What follows belongs to an exercise in optimizing a design on an open flow for small area and a short achievable clock period; a production flow would make more cautious choices.
The RTL was checked by simulation tests, not by an equivalence proof against the original design.
Power and IR drop assume default switching activity.

Setup of rev 12:
Design store_cvt, start of the top module:
module store_cvt (
    input  wire        clk,
    input  wire        rst,
    input  wire        start,
    input  wire [3:0]  cfg_fmt,             
    input  wire        cfg_acc_int,         
    input  wire [1:0]  cfg_round,           
    input  wire [1:0]  cfg_round_default,   
    input  wire        cfg_e5m2_inf,
    input  wire [4:0]  cfg_shift,           
    input  wire [31:0] cfg_sr_seed,
    input  wire [7:0]  cfg_bough,           
    input  wire [15:0] cfg_opseq,           
    input  wire        in_valid,
    input  wire [31:0] in_data,
    input  wire [7:0]  in_scale,            
    output reg         out_valid,
    output reg  [31:0] out_data,
    output reg         out_nan,
    output reg         out_inf,
    output reg         out_sat,
    output reg         out_flush
);
    localparam [1:0] M_RNE = 2'd1, M_RTZ = 2'd2, M_SR = 2'd3;
    reg [3:0] fmt;
    reg       acc;
    reg [1:0] mode;
    reg       e5inf;
    reg [4:0] shift;
    always @(posedge clk) begin
        if (start) begin
            fmt   <= cfg_fmt;
            acc   <= cfg_acc_int;
            mode  <= (cfg_round == 2'd0) ? cfg_round_default : cfg_round;
            e5inf <= cfg_e5m2_inf;
            shift <= cfg_shift;
        end
    end
    wire is_b    = (fmt == 4'h5) || (fmt == 4'h6) || (fmt == 4'h7);
    wire dst_int = (fmt == 4'h9) || (fmt == 4'hA) || (fmt == 4'hB);
    wire k_fl    = !acc && !fmt[3];              
  ...
Size in the first run: about 3400 cells after synthesis, ~170 flip-flops, ~150 I/O pins, ~23000 µm² of cells after synthesis.
==> flow/config.mk <==
export PLATFORM = sky130hd
export DESIGN_NAME = store_cvt
export DESIGN_NICKNAME = store_cvt
export VERILOG_FILES = /design/flow/design.v
export SDC_FILE = /design/flow/constraint.sdc
export NUM_CORES = 4
export LEC_CHECK = 0
export ABC_AREA = 1
export CAP_MARGIN = 20
export CORE_MARGIN = 2
export CORE_UTILIZATION = 50
export PLACE_DENSITY = 0.6
export SLEW_MARGIN = 20
==> flow/constraint.sdc <==
create_clock -name core_clock -period 30.0 [get_ports {clk}]
set_input_delay 6.0000 -clock core_clock [delete_from_list [all_inputs] [get_ports {clk}]]
set_output_delay 6.0000 -clock core_clock [all_outputs]
set_load 0.01 [all_outputs]
standard.sh (not shown) runs the stock make flow with config.mk's settings and CLKGATE_MAP_FILE= SYNTH_SCRIPT=/design/flow/synth_recipe.tcl, a recipe that flattens the netlist after the stock synthesis.
==> flow/flow/run.sh <==
#!/bin/bash
set -euo pipefail
export SETUP_SLACK_MARGIN=23.0
export SKIP_GATE_CLONING=1
bash standard.sh > make.log 2>&1
--- input diff rev 12..rev 13 ---
Settings: SLEW_MARGIN: 20 -> 0; CAP_MARGIN: 20 -> 0.
Notes after the runs:
Comparing rev 13 against rev 12, there is no change at all in share of the synthesized netlist area taken by xor and xnor gates.
Relative slew slack: rev 13 vs rev 12 identical
From rev 12 to rev 13, global-route usage did not move at all.
From rev 13 to rev 12, wire length did not move at all.
Rev 12 -> rev 13: total power delta 0, exact match

* * *

== run X ==
store_cvt again, from the RTL that the note above started with.
clock: 30.0 ns
lec_check: 0
abc_area: 1
cap_margin: 0
core_margin: 2
core_utilization: 65
place_density: 0.75
slew_margin: 0
Scripts as last shown in full above: flow/flow/run.sh
The inputs of run F differ from those of run X as listed below.
- CAP_MARGIN now 20, was 0
- PLACE_DENSITY now 0.6, was 0.75
- CORE_UTILIZATION now 50, was 65
- SLEW_MARGIN now 20, was 0
==> flow/run.sh (new file) <==
#!/bin/bash
# synth_recipe.tcl (not shown) runs the flow's synth.tcl, then flattens the netlist and writes it again
# the make line also repeats each setting of config.mk as NAME=value (left out here)
make -C /OpenROAD-flow-scripts/flow DESIGN_CONFIG=/design/flow/config.mk WORK_HOME=/design/flow/orfs CLKGATE_MAP_FILE= SYNTH_SCRIPT=/design/flow/synth_recipe.tcl finish
removed: flow/flow/run.sh
removed: flow/standard.sh
### Flow results
- The uppermost metal layer occupied by signal nets comes out met5 in one run and met4 in the other, namely in run X and run F respectively.
- Between run F and run X, it is run F whose wire length of the first global-routing pass is higher, by 4800 um.
- The final reports for run F and run X show part of the power in combinational logic lower in the former.
- Compared run F vs run X, and global-route usage is down in run F.
- Sequential cell area share of run F is on par with run X.
- Compared to run X, run F shows a narrower setup margin.
- Total power, run F vs run X: up slightly

## afterwards: timing with drivers on the ports
In the flow no input, the clock included, has a driving cell. The finished layouts below were timed again as built, in two steps. Step 1 sets driving cells, clkbuf_16 on the clock port and buf_2 on the other inputs (assumed; they add their load-dependent delay and slew). Step 2 times the ports against the registers' clock, not the clock port: input delays grow and output delays shrink by t, the midpoint of the rising clock arrivals with the driver on. a / b / c = no drivers / after step 1 / after step 2; a / b = the first two.
run	t (ns)	slack for setup (ns)	slew at the worst register clock pin (ns)
rev 12	0.558	23.044 / 22.991 / 22.523	0.08 / 0.08
rev 13	0.558	23.044 / 22.991 / 22.523	0.08 / 0.08
run X	0.524	23.049 / 23.012 / 22.507	0.08 / 0.08
run F	0.554	21.941 / 21.976 / 21.422	0.08 / 0.08
After both steps setup and hold are still met in every run listed. For run X, which loses most, drivers alone change the setup slack by -0.037 ns; drivers and shift together by -0.542 ns.
